This design comes from an exercise in tuning for small area, a short achievable clock period and few clock cycles per item on the open sky130 flow, not from production work.
In this exercise RTL edits were held to simulation tests only and were not proved equivalent to the original.

==> flow/design.v (outline; a module is shown in full before it is edited, if it fits) <==
// module loop_pv: 1437 lines
// module bk_add: 41 lines
// module bk_add2: 44 lines
module loop_pv (
    input  wire         clk,
    input  wire         rst,
    input  wire [511:0] coef_c,
    input  wire [79:0]  coef_s,
    input  wire [1:0]   bq_en,
    input  wire [30:0]  ilim,
    input  wire [31:0]  fe_max,
    input  wire         start,
    input  wire         pos_en,
    input  wire [63:0]  p_set,      
    input  wire [63:0]  pos_fb,     
    input  wire [63:0]  v_set,      
    input  wire [63:0]  a_set,      
    input  wire [31:0]  v_fb,       
    output reg          ready,
    output reg          done,
    output reg  [31:0]  ep,
    output reg  [31:0]  vref,
    output reg  [31:0]  iqref,
    output reg          sat,
    output reg          sat_evt,
    output reg          fe
);
  // ...
==> flow/flow/run.sh <==
#!/bin/bash
# The standard layout (the standard.sh: standard synthesis, then ORFS to
# the final layout), with one change: the port buffers that global placement
# inserts on every input and output are sky130_fd_sc_hd__buf_1 instead of the
# default choice. The make output goes to standard.log; ORFS writes each
# step's log under orfs/logs/.
set -euo pipefail
bash standard.sh "BUFFER_PORTS_ARGS=-buffer_cell sky130_fd_sc_hd__buf_1" finish > standard.log 2>&1
==> flow/standard.sh <==
#!/bin/bash
# synth_recipe.tcl (not shown) runs the flow's synth.tcl, then flattens the netlist and writes it again
# the make line also repeats each setting of config.mk as NAME=value (left out here)
make -C /OpenROAD-flow-scripts/flow DESIGN_CONFIG=/design/flow/config.mk WORK_HOME=/design/flow/orfs CLKGATE_MAP_FILE= SYNTH_SCRIPT=/design/flow/synth_recipe.tcl "${@:-finish}"
==> flow/config.mk <==
export PLATFORM = sky130hd
export DESIGN_NAME = loop_pv
export DESIGN_NICKNAME = loop_pv
export VERILOG_FILES = /design/flow/design.v
export SDC_FILE = /design/flow/constraint.sdc
export NUM_CORES = 4
export LEC_CHECK = 0
export ABC_AREA = 1
export CAP_MARGIN = 20
export CORE_MARGIN = 2
export CORE_UTILIZATION = 40
export CTS_BUF_LIST = sky130_fd_sc_hd__clkbuf_8
export SLEW_MARGIN = 20
==> flow/constraint.sdc <==
create_clock -name core_clock -period 50.0 [get_ports {clk}]
set_input_delay 10.0000 -clock core_clock [delete_from_list [all_inputs] [get_ports {clk}]]
set_output_delay 10.0000 -clock core_clock [all_outputs]
set_load 0.01 [all_outputs]
==> flow_metrics.tcl, run 1 <==
set metrics [dict create \
    outcome "no timing/DRC/antenna violations" \
    worstPathMaxFanout 2 \
    floorplan.tapcells 3009 \
    min-delay-start "ms[3]$_DFF_P_" \
    area_growth_pct 12.15 \
    r2r.worst_path.cells 43 \
    finalSetupTns_ns 0 \
    critical_path_depth 1 \
    drt_iter0_markers 8813 \
    cts_inserted_buffers 190 \
    critPathLaunchType "flip-flop" \
    initial_core_util 0.4015 \
    antennaDiodeCount 33 \
    maxCapViolations 0 \
    cpPeakStageDelay_ns 0.83 \
    coreArea_mm2 0.2268 \
    fin_worst_skew_ns 0.1308 \
    yosys.area_share.xor_xnor 0.08193 \
    syn-cell-area_mm2 0.09108 \
    placementRows 175 \
    critical_path.startpoint "ready$_SDFF_PP1_" \
    finalCriticalPeriod_ns 12.04 \
    io_pins 1050 \
    dr.pass1.iters 6 \
]
Testbench counts, summed over its fixed seeds: cycles 76,622, items 8,000.
==> run 2, diff against run 1 <==
--- a/flow/design.v
+++ b/flow/design.v
@@ -83,22 +83,20 @@
     wire        dlo_c;
     bk_add #(24) a_dlo24 (.a(p_set[23:0]), .b(~pos_fb[23:0]), .ci(1'b1), .s(dlo), .co(dlo_c));
     wire [39:0] dhi;                                      
     bk_add #(40) a_dpos (.a(pr), .b(~fr), .ci(!pb), .s(dhi), .co());
     wire [40:0] ep_w;
     bk_add #(41) a_epw (.a({dhi[39], dhi}), .b(41'd0), .ci(pd), .s(ep_w), .co());
     wire signed [31:0] ep_cv = (ep_w[40:31] == {10{ep_w[40]}}) ? ep_w[31:0] :
                                (ep_w[40] ? MIN32 : MAX32);
-    wire [32:0] ep_abs;
-    bk_add #(33) a_epabs (.a({33{ep_c[31]}} ^ {ep_c[31], ep_c}), .b(33'd0), .ci(ep_c[31]),
-                          .s(ep_abs), .co());
-    wire [32:0] fe_d;
-    bk_add #(33) a_fe (.a({1'b0, fe_max}), .b(~ep_abs), .ci(1'b1), .s(fe_d), .co());
-    wire fe_n = (fe_max != 32'd0) && fe_d[32];       
+    wire [31:0] fe_m = ep_c ^ {32{ep_c[31]}};
+    wire        fe_gt, fe_ge;
+    bk_add2 #(32) a_fe (.a(fe_m), .b(~fe_max), .s0(), .s1(), .co0(fe_gt), .co1(fe_ge));
+    wire fe_n = (fe_max != 32'd0) && (ep_c[31] ? fe_ge : fe_gt);
     wire [28:0] vs_w;
     bk_add #(29) a_vs (.a({vsv[28], vsv[28:1]}), .b(29'd0), .ci(vsv[0]), .s(vs_w), .co());
     wire [31:0] vs_cv = {{3{vs_w[28]}}, vs_w};
     wire [32:0] acs_w;
     bk_add #(33) a_acs (.a({acv[32], acv[32:1]}), .b(33'd0), .ci(acv[0]), .s(acs_w), .co());
     wire [31:0] acs_cv = (acs_w[32] == acs_w[31]) ? acs_w[31:0] :
                          (acs_w[32] ? MIN32 : MAX32);
     wire [32:0] ev_w = {vr[31], vr} - {vfb[31], vfb};
==> run 2 against run 1 <==
Effect of this change: non-clock buffer count up 2; critical endpoint is now pd$_DFF_P_; still clean; highest routed layer unchanged; synthesized cell count down 3.1%; hold slack worse by 0.011 ns; maximum frequency shrank 1.9%; synthesized area is 1.2% lower; count of clock-buffer cells in the layout grew 8; die area is 1.2% lower; clock skew fell by 0.072 ns.
==> flow_metrics.tcl, run 2 <==
set metrics [dict create \
    outcome "no timing/DRC/antenna violations" \
    route.detailed.wl_per_inst_um 29.63 \
    cts.path.max_buffers 3 \
    synth_seq_area_share 0.3071 \
    critPathLaunchType "input pin" \
    area_contributors_post_synth "sky130_fd_sc_hd__edfxtp_1 21%, sky130_fd_sc_hd__fa_1 13%, sky130_fd_sc_hd__dfxtp_1 9.3%" \
    grt_start_max_net_pins 102 \
    yosysWarningCount 10 \
    synth.top_cells.by_count "1,675 x sky130_fd_sc_hd__nand2_1, 1,444 x sky130_fd_sc_hd__inv_1, 962 x sky130_fd_sc_hd__o21ai_0" \
    grt.busiest_layer "met2" \
    tightest_slew_ns 1.226 \
    crit_path_end_kind "flip-flop" \
    area_growth_pct 12.06 \
    registers_with_the_highest_flip_flop_counts "acc: 65 flops, i_int: 65 flops, prod: 65 flops" \
    timing.hold.worst_endpoint "ms2[3]$_DFF_P_" \
    setup_violations 0 \
    groute.layer.met1.usage 0.4575 \
    finalMaxSlewViolations 0 \
    post_detail_place_hpwl_um 341700 \
    syn_inst 10700 \
    insertion_delay_ns 1.00 \
    hold_path_depth 0 \
    synth_cell_type_count 86 \
    post_layout_nonfiller_instances 14700 \
    post_synthesis_async_set_or_reset_flop_share 0 \
    finalCriticalPeriod_ns 12.27 \
    routed_wirelength_um 435500 \
    floorplan.die.height_um 478.2 \
    post_cts_resize_count 0 \
    clock_sinks 1059 \
    clk_transition_reported_paths_ns 0.06 \
    area_leader_netlist "sky130_fd_sc_hd__edfxtp_1" \
    clockRootBuffer "sky130_fd_sc_hd__clkbuf_8" \
    synthesis.area_per_instance_um2 8.406 \
    tritoncts "done" \
    clock_tree.htree_level_count 4 \
    fp.dieArea_mm2 0.2287 \
    synth_enable_flop_cells 642 \
    initial_core_util 0.4012 \
    relative_max_transition_margin 0.1613 \
    synth.ff_latch_count 1059 \
    r2r.worst_path.cells 47 \
    worst_ep_required_time_ns 50.93 \
    final_layout_size_suffix_gt1_frac 0.05798 \
    final_min_period_over_clock_period 0.2455 \
    antenna_left 0 \
    number_of_setup_buffers_added_after_cts 0 \
    first_global_vias 81970 \
    most-common-layout-cells "1,672 x sky130_fd_sc_hd__nand2_1, 1,486 x sky130_fd_sc_hd__inv_1, 983 x sky130_fd_sc_hd__buf_1, 959 x sky130_fd_sc_hd__o21ai_0, 755 x sky130_fd_sc_hd__xor2_1" \
    grt_overflow_total 0 \
    dr_total_vias 84570 \
    drt_iter0_markers 9538 \
    cts_inserted_buffers 181 \
    use_met2 0.5668 \
    place.gp.congestion 1.060 \
    whs_ns 0.3270 \
    finalCoreUtilization 0.4496 \
    design.final.nets 13530 \
    maxCapViolations 0 \
    count_of_unresolved_drc_violations_after_routing 0 \
    grtUsageTotal 0.3697 \
    fin_worst_skew_ns 0.05856 \
    crit_arrival_ns 13.20 \
    postCtsHoldBufs 0 \
    fmax_ghz 0.08148 \
    placed_cells 14260 \
    mapped_nets 12780 \
    timing.rr.end "prod[62]$_DFF_P_" \
    critical_path.startpoint "pos_fb[1]" \
    finalSetupTns_ns 0 \
    io_pins 1050 \
    yosys_most_used_dff "sky130_fd_sc_hd__edfxtp_1" \
    worst_hold_path_type "flip-flop to flip-flop" \
    antenna_violations_before_repair 134 \
    worstPathMaxFanout 1 \
    reg2reg_setup_slack_ns 38.44 \
    min-delay-start "ms[3]$_DFF_P_" \
    yosysTopAreaCellShare 0.2143 \
    grt_first_pass_wirelength_um 605600 \
    worst-setup-path-type "input pin to flip-flop" \
    vias_per_cell 5.754 \
    dr.pass1.iters 7 \
    r2r-start "vr[0]$_DFFE_PN_" \
    placementRows 174 \
    floorplan.die.width_um 478.2 \
    leading_cell_type_in_the_layout_fill_and_taps_excluded "sky130_fd_sc_hd__nand2_1" \
    report.final.hold_viol_count 0 \
    most_instantiated_library_cell_after_synthesis "sky130_fd_sc_hd__nand2_1" \
    port-buffer-count 983 \
    groute.layer.met3.usage 0.1115 \
    setup_repair_after_global_routing_missed_its_margin "no" \
    coreArea_mm2 0.2242 \
    syn-cell-area_mm2 0.08996 \
]
run 2: changes by cell type after synthesis, moves of 29 or more:
| cell | before | now |
|---|---|---|
| sky130_fd_sc_hd__or2_0 | 0 | 48 |
| sky130_fd_sc_hd__o22ai_1 | 318 | 396 |
| sky130_fd_sc_hd__xnor2_1 | 131 | 91 |
| sky130_fd_sc_hd__nand3_1 | 530 | 311 |
| sky130_fd_sc_hd__inv_1 | 1673 | 1444 |
| sky130_fd_sc_hd__o21ai_0 | 691 | 962 |
| sky130_fd_sc_hd__nor2_1 | 462 | 618 |
| sky130_fd_sc_hd__o211ai_1 | 335 | 281 |
| sky130_fd_sc_hd__a21oi_1 | 419 | 390 |
| sky130_fd_sc_hd__nand2_1 | 2058 | 1675 |
| sky130_fd_sc_hd__xor2_1 | 721 | 756 |
run 2: kinds of logic after synthesis:
| family | after synthesis | share of synthesized area |
|---|---|---|
| adders and majority gates | 1130 | 0.2046 |
| muxes | 100 | 0.01122 |
| xor gates and xnor gates | 847 | 0.08246 |
| and+or+nand+nor | 3035 | 0.1435 |
| buffers and inverters | 2100 | 0.08926 |
| AOI/OAI and AO/OA | 2431 | 0.1618 |
| DFF | 1059 | 0.3071 |
run 2: layer usage:
metal | vias to the layer above | part of all wire
li1 | 37620 | -
met2 | 4762 | 0.44
met5 | - | 0.0011
met1 | 41170 | 0.38
met3 | 947 | 0.11
met4 | 74 | 0.070
run 2: cell type report:
class	instances	area, um^2
fill	22530	123400
multi-input combinational	7543	54550
sequential	1059	27650
inverter	1495	5625
timing repair buffer	1171	5101
tap	2992	3744
clock buffer	224	3083
clock inverter	116	813.3
antenna	97	242.7
run 2: through the flow:
step / area [um^2] / worst slack [ns]
after floorplan: 89960 / 38.02
after global placement: 96640 / 36.76
after detailed placement: 96650 / 36.79
after CTS: 100500 / 37.86
after global routing: 100700 / 37.59
final: 100800 / 37.73
run 2: worst max-delay path by stage:
stage                 endpoint  slack [ns]  cells past startpoint
finish              pd$_DFF_P_       37.73                     14
global route        pd$_DFF_P_       37.59                     14
CTS                 pd$_DFF_P_       37.86                     14
detailed placement  pd$_DFF_P_       36.79                     14
global placement    pd$_DFF_P_       36.76                     14
floorplan           pd$_DFF_P_       38.02                     13
run 2: critical path: stages:
cell                        delay (ns)
sky130_fd_sc_hd__buf_1            0.47
sky130_fd_sc_hd__inv_1            0.12
sky130_fd_sc_hd__ha_1             0.30
sky130_fd_sc_hd__a21o_1           0.18
sky130_fd_sc_hd__a21oi_1          0.32
sky130_fd_sc_hd__o221ai_1         0.19
sky130_fd_sc_hd__a21oi_1          0.16
sky130_fd_sc_hd__nor2_1           0.06
sky130_fd_sc_hd__o31a_1           0.29
sky130_fd_sc_hd__o2111ai_1        0.20
sky130_fd_sc_hd__nand2_1          0.09
sky130_fd_sc_hd__a41oi_1          0.27
sky130_fd_sc_hd__fa_1             0.47
sky130_fd_sc_hd__inv_1            0.06
Testbench counts of run 2, summed over its fixed seeds: cycles 76,622, items 8,000.

separate check: timing with driven ports:
No port has a modelled driver above. Below, the same layouts with a new extraction and two added sets of constraints. Step 1, drivers: a clkbuf_16 drives clk and a buf_2 each remaining input, both assumed. Step 2, shift: input delay + t, output delay - t, t = (earliest + latest rising clock arrival at the registers) / 2. This alone moves slack from input paths to output paths. a / b / c = no drivers / after step 1 / after step 2; a / b = the first two.
run	t, ns	setup WS [ns]	clock arrival spread, ns	slew at the worst register clock pin (ns)	cell pins on the clock port's net
run 1	1.074	37.958 / 37.869 / 37.145	0.131 / 0.131	0.08 / 0.08	1
run 2	1.070	37.727 / 37.797 / 36.727	0.063 / 0.064	0.07 / 0.07	1
After both steps setup and hold are still met in every run listed. The setup slack of run 2, which loses most, moves by +0.070 ns with the drivers and by -1.000 ns with both steps.
